Source: an optimization exercise on an open RTL-to-GDS flow (aim: small area, a short achievable clock period and few clock cycles per item). Production flows keep margins and buffers that such runs may drop.
Function was checked by simulation only, so behaviour that the tests miss may differ from the original.

== try-zinc ==
==> flow/design.v (excerpt) <==
module mx_quant (
    input  wire         clk,
    input  wire         rst,
    input  wire         in_valid,
    output wire         in_ready,
    input  wire [511:0] in_data,
    input  wire [1:0]   in_fmt,
    input  wire         in_elem,
    input  wire [1:0]   in_shift,
    output wire         out_valid,
    input  wire         out_ready,
    output wire [255:0] out_elems,
    output wire [15:0]  out_entry
);
==> module mx_quant, before the edit <==
module mx_quant (
    input  wire         clk,
    input  wire         rst,
    input  wire         in_valid,
    output wire         in_ready,
    input  wire [511:0] in_data,
    input  wire [1:0]   in_fmt,
    input  wire         in_elem,
    input  wire [1:0]   in_shift,
    output wire         out_valid,
    input  wire         out_ready,
    output wire [255:0] out_elems,
    output wire [15:0]  out_entry
);
    reg            v1, v2;       
    reg            ov;           
    reg            full;         
    reg            nfull;        
    wire           adv      = !full;
    wire           write    = v2 && !full;
    wire           hfree    = !ov || out_ready;      
    wire           full_n   = !hfree && (full || write);
    assign in_ready  = nfull;
    assign out_valid = ov;
    always @(posedge clk) begin
        if (rst) begin
            v1 <= 1'b0; v2 <= 1'b0; ov <= 1'b0; full <= 1'b0; nfull <= 1'b1;
        end else begin
            if (adv) begin
                v1 <= in_valid;
                v2 <= v1;
            end
            ov    <= hfree ? (full || write) : 1'b1;
            full  <= full_n;
            nfull <= !full_n;
        end
    end
    reg [511:0] r1_data;
    reg         r1_bf, r1_fp8, r1_e43, r1_e52;
    reg         r1_elem;
    reg [1:0]   r1_shn;
    always @(posedge clk) begin
        if (adv) begin
            r1_data <= in_data;
            r1_bf   <= (in_fmt != 2'd1) && (in_fmt != 2'd2);
            r1_fp8  <= (in_fmt == 2'd1) || (in_fmt == 2'd2);
            r1_e43  <= (in_fmt == 2'd1);
            r1_e52  <= (in_fmt == 2'd2);
            r1_elem <= in_elem;
            r1_shn  <= in_shift;
        end
    end
    wire [31:0]  l_sign, l_special, l_zero;
    wire [223:0] l_mn;
    wire [287:0] l_en;
    wire         any_special;
    integer      i;
    genvar g;
    generate
        for (g = 0; g < 32; g = g + 1) begin : lane
            wire [7:0] e_unused;
            wire [6:0] f_unused;
            mx_decode u_dec (
                .lane (r1_data[16*g +: 16]), .e43 (r1_e43), .e52 (r1_e52), .kill (any_special),
                .sign (l_sign[g]), .e (e_unused), .f (f_unused),
                .is_special (l_special[g]), .is_zero (l_zero[g]),
                .enorm (l_en[9*g +: 9]), .mn (l_mn[7*g +: 7])
            );
        end
    endgenerate
    assign any_special = |l_special;
    wire all_zero = &l_zero;
    wire [255:0] key;
            wire [223:0] frac_all;
    genvar b;
    generate
        for (g = 0; g < 32; g = g + 1) begin : kd
            if (g < 16) begin : kb
                assign key[8*g +: 8] = r1_bf ? r1_data[16*g + 7 +: 8] : {1'b0, r1_data[16*g +: 7]};
            end else begin : kf
                assign key[8*g +: 8] = r1_fp8 ? {1'b0, r1_data[16*g +: 7]} : r1_data[16*g + 7 +: 8];
            end
        end
    endgenerate
    function [3:0] lod16;        
        input [15:0] v;
        reg   [7:0]  v8;
        reg   [3:0]  v4;
        reg   [1:0]  v2;
        begin
            lod16[3] = |v[15:8];
            v8       = lod16[3] ? v[15:8] : v[7:0];
            lod16[2] = |v8[7:4];
            v4       = lod16[2] ? v8[7:4] : v8[3:0];
            lod16[1] = |v4[3:2];
            v2       = lod16[1] ? v4[3:2] : v4[1:0];
            lod16[0] = v2[1];
        end
    endfunction
    wire [15:0] ohh, ohl;
    wire [3:0]  mh, ml;
    wire [31:0] cand;
    generate
        for (b = 0; b < 16; b = b + 1) begin : hb
            wire [31:0] hv;
            for (g = 0; g < 32; g = g + 1) begin : hl
                assign hv[g] = (key[8*g + 4 +: 4] == b);
            end
            assign ohh[b] = |hv;
        end
    endgenerate
    assign mh = lod16(ohh);
    generate
        for (g = 0; g < 32; g = g + 1) begin : cd
            assign cand[g] = (key[8*g + 4 +: 4] == mh);
        end
        for (b = 0; b < 16; b = b + 1) begin : lb
            wire [31:0] lv;
            for (g = 0; g < 32; g = g + 1) begin : ll
                assign lv[g] = cand[g] && (key[8*g +: 4] == b);
            end
            assign ohl[b] = |lv;
        end
    endgenerate
    assign ml = lod16(ohl);
    generate
        for (g = 0; g < 32; g = g + 1) begin : fa
            assign frac_all[7*g +: 7] = r1_data[16*g +: 7];
        end
    endgenerate
    reg [6:0] forall;
    always @* begin
        forall = 7'd0;
        for (i = 0; i < 7; i = i + 1)
            forall[i] = |(frac_all & ({32{7'd1 << i}}));
    end
    wire [7:0]  kmx1  = {mh, ml};
    wire [7:0]  emx1  = r1_bf ? kmx1 : r1_e43 ? {4'd0, kmx1[6:3]} : {3'd0, kmx1[6:2]};
    wire [6:0]  fsub1 = r1_bf ? forall : r1_e43 ? {kmx1[2:0], 4'd0} : {kmx1[1:0], 5'd0};
    reg [31:0]  r2_sign;
    reg [287:0] r2_en;
    reg [223:0] r2_mn;
    reg [7:0]   r2_emx;
    reg [6:0]   r2_fsub;
    reg [4:0]   r2_a, r2_ab;
    reg         r2_elem, r2_bf, r2_e43, r2_spec, r2_zero;
    always @(posedge clk) begin
        if (adv) begin
            r2_sign   <= l_sign;
            r2_en     <= l_en;
            r2_mn     <= l_mn;
            r2_emx    <= emx1;
            r2_fsub   <= fsub1;
            r2_a      <= (r1_elem ? 5'd3 : 5'd15) + {3'd0, r1_shn};
            r2_ab     <= (r1_elem ? 5'd2 : 5'd8) + {3'd0, r1_shn};
            r2_elem   <= r1_elem;
            r2_bf     <= r1_bf;
            r2_e43    <= r1_e43;
            r2_spec   <= any_special;
            r2_zero   <= all_zero;
        end
    end
    wire [7:0] emx  = r2_emx;
    wire [6:0] fsub = r2_fsub;
    reg [2:0] lzt;
    always @* begin
        casez (fsub)
            7'b1??????: lzt = 3'd0;
            7'b01?????: lzt = 3'd1;
            7'b001????: lzt = 3'd2;
            7'b0001???: lzt = 3'd3;
            7'b00001??: lzt = 3'd4;
            7'b000001?: lzt = 3'd5;
            default:    lzt = 3'd6;
        endcase
    end
    wire        nzmx = (emx != 8'd0);
    wire [4:0]  a    = r2_a;
    wire [4:0]  ab   = r2_ab;     
    wire        clmp = r2_bf && (!nzmx || (emx <= {3'd0, ab}));
    wire [9:0]  etop = nzmx ? {2'd0, emx} : -{7'd0, lzt};
    wire [9:0]  tv   = clmp ? (r2_elem ? 10'h3ff : 10'h3f9) : etop - {5'd0, a};
    wire [9:0] abf  = r2_bf ? {5'd0, ab} : r2_e43 ? {5'd0, ab} - 10'd120 : {5'd0, ab} - 10'd112;
    wire [9:0] sc   = clmp ? 10'd0 : etop - abf;
    wire [9:0] r2_entry = r2_spec ? 10'h2ff : r2_zero ? 10'h17f : {2'b00, sc[7:0]};
    wire [255:0] l_code;
    wire [31:0]  l_sat;
    generate
        for (g = 0; g < 32; g = g + 1) begin : quant
            mx_round u_rnd (
                .sign (r2_sign[g]), .enorm (r2_en[9*g +: 9]), .mn (r2_mn[7*g +: 7]),
                .t (tv), .elem (r2_elem),
                .code (l_code[8*g +: 8]), .sat (l_sat[g])
            );
        end
    endgenerate
    wire [266:0] result = {|l_sat, r2_entry, l_code};
    reg [266:0] qh, qs;
    always @(posedge clk) begin
        if (write) qs <= result;
        if (hfree) qh <= full ? qs : result;
    end
    assign out_elems = qh[255:0];
    assign out_entry = {5'd0, qh[266:256]};
endmodule
clock: 34.0 ns
lec_check: 0
abc_area: 1
cap_margin: 50
core_margin: 2
core_utilization: 40
slew_margin: 70
standard.sh (not shown) runs the stock make flow with config.mk's settings and CLKGATE_MAP_FILE= SYNTH_SCRIPT=/design/flow/synth_recipe.tcl, a recipe that flattens the netlist after the stock synthesis.
==> flow/flow/run.sh <==
#!/bin/bash
# Layout flow: the standard ORFS flow (standard.sh, unchanged synthesis),
# with one difference: the input and output ports are buffered with
# sky130_fd_sc_hd__buf_2 instead of the cell buffer_ports picks by default.
set -euo pipefail
here=$(pwd)
cp config.mk flow_config.mk
echo 'export BUFFER_PORTS_ARGS = -buffer_cell sky130_fd_sc_hd__buf_2' >> flow_config.mk
sed "s#DESIGN_CONFIG=[^ ]*#DESIGN_CONFIG=$here/flow_config.mk#" standard.sh > flow_standard.sh
bash flow_standard.sh finish > flow_make.log 2>&1
Testbench counts of try-zinc, summed over its fixed seeds: cycles 3,224, items 3,200.
What try-cedar does differently from try-zinc at the input level:
--- a/flow/design.v
+++ b/flow/design.v
@@ -167,9 +167,9 @@
             lod16[0] = v2[1];
         end
     endfunction
     wire [15:0] ohh, ohl;
-    wire [3:0]  mh, ml;
+    wire [3:0]  mh;
     wire [31:0] cand;
     generate
         for (b = 0; b < 16; b = b + 1) begin : hb
             wire [31:0] hv;
@@ -191,9 +191,8 @@
             end
             assign ohl[b] = |lv;
         end
     endgenerate
-    assign ml = lod16(ohl);
     generate
         for (g = 0; g < 32; g = g + 1) begin : fa
             assign frac_all[7*g +: 7] = r1_data[16*g +: 7];
         end
@@ -203,25 +202,24 @@
         forall = 7'd0;
         for (i = 0; i < 7; i = i + 1)
             forall[i] = |(frac_all & ({32{7'd1 << i}}));
     end
-    wire [7:0]  kmx1  = {mh, ml};
-    wire [7:0]  emx1  = r1_bf ? kmx1 : r1_e43 ? {4'd0, kmx1[6:3]} : {3'd0, kmx1[6:2]};
-    wire [6:0]  fsub1 = r1_bf ? forall : r1_e43 ? {kmx1[2:0], 4'd0} : {kmx1[1:0], 5'd0};
     reg [31:0]  r2_sign;
     reg [287:0] r2_en;
     reg [223:0] r2_mn;
-    reg [7:0]   r2_emx;
-    reg [6:0]   r2_fsub;
+    reg [3:0]   r2_mh;
+    reg [15:0]  r2_ohl;
+    reg [6:0]   r2_forall;
     reg [4:0]   r2_a, r2_ab;
     reg         r2_elem, r2_bf, r2_e43, r2_spec, r2_zero;
     always @(posedge clk) begin
         if (adv) begin
             r2_sign   <= l_sign;
             r2_en     <= l_en;
             r2_mn     <= l_mn;
-            r2_emx    <= emx1;
-            r2_fsub   <= fsub1;
+            r2_mh     <= mh;
+            r2_ohl    <= ohl;
+            r2_forall <= forall;
             r2_a      <= (r1_elem ? 5'd3 : 5'd15) + {3'd0, r1_shn};
             r2_ab     <= (r1_elem ? 5'd2 : 5'd8) + {3'd0, r1_shn};
             r2_elem   <= r1_elem;
             r2_bf     <= r1_bf;
@@ -229,10 +227,12 @@
             r2_spec   <= any_special;
             r2_zero   <= all_zero;
         end
     end
-    wire [7:0] emx  = r2_emx;
-    wire [6:0] fsub = r2_fsub;
+    wire [3:0] ml   = lod16(r2_ohl);
+    wire [7:0] kmx  = {r2_mh, ml};
+    wire [7:0] emx  = r2_bf ? kmx : r2_e43 ? {4'd0, kmx[6:3]} : {3'd0, kmx[6:2]};
+    wire [6:0] fsub = r2_bf ? r2_forall : r2_e43 ? {kmx[2:0], 4'd0} : {kmx[1:0], 5'd0};
     reg [2:0] lzt;
     always @* begin
         casez (fsub)
             7'b1??????: lzt = 3'd0;
## What came out
- try-cedar against try-zinc: placed wire-length estimate held steady; number of tap instances moved down.
- Compare try-cedar and try-zinc | core utilization higher: try-cedar
- try-cedar against try-zinc: worst path setup slack after routing has decreased; routed wire length comparable.
- Sort try-cedar and try-zinc by chip height asc -> top: try-cedar
- Compared try-zinc against try-cedar; longest individual stage delay on the worst path within noise.
- try-cedar against try-zinc: clock distribution area overhead in the final layout now sits at about the same level, count of clock-net buffers in the final layout increased 3.7%, final critical-path required period went up by 1.47 ns.
- There was hardly any difference in total non-filler cell area in the finished layout between try-cedar and try-zinc.
- Sort try-cedar and try-zinc by CTS buffer count desc -> top: try-cedar
Testbench counts of try-cedar, summed over its fixed seeds: cycles 3,224, items 3,200.

[static timing again, ports no longer ideal]
Ports are ideal in the flow. The routed layouts listed here were re-timed in OpenROAD.
Step 1 assumes that a clkbuf_16 drives the clock port and a buf_2 every other input.
Step 2 adds t to the input delays and takes it off the output delays; t is the mean of the earliest and latest rising clock arrival at the registers after step 1. Input paths then give back, and output paths get back, about the clock's delay inside the block.
Three values: ideal ports, drivers, drivers and shift; two values: the first two.
run	shift t [ns]	setup WS [ns]	worst hold slack (ns)	worst data-port slew with drivers (ns)
try-zinc	0.992	25.595 / 25.484 / 24.943	0.482 / 0.482 / 0.482	0.16
try-cedar	1.029	24.120 / 24.120 / 24.120	0.477 / 0.477 / 0.477	0.15
After both steps every run listed still meets setup and hold. For try-zinc, which loses most, drivers alone change the setup slack by -0.111 ns; drivers and shift together by -0.652 ns.
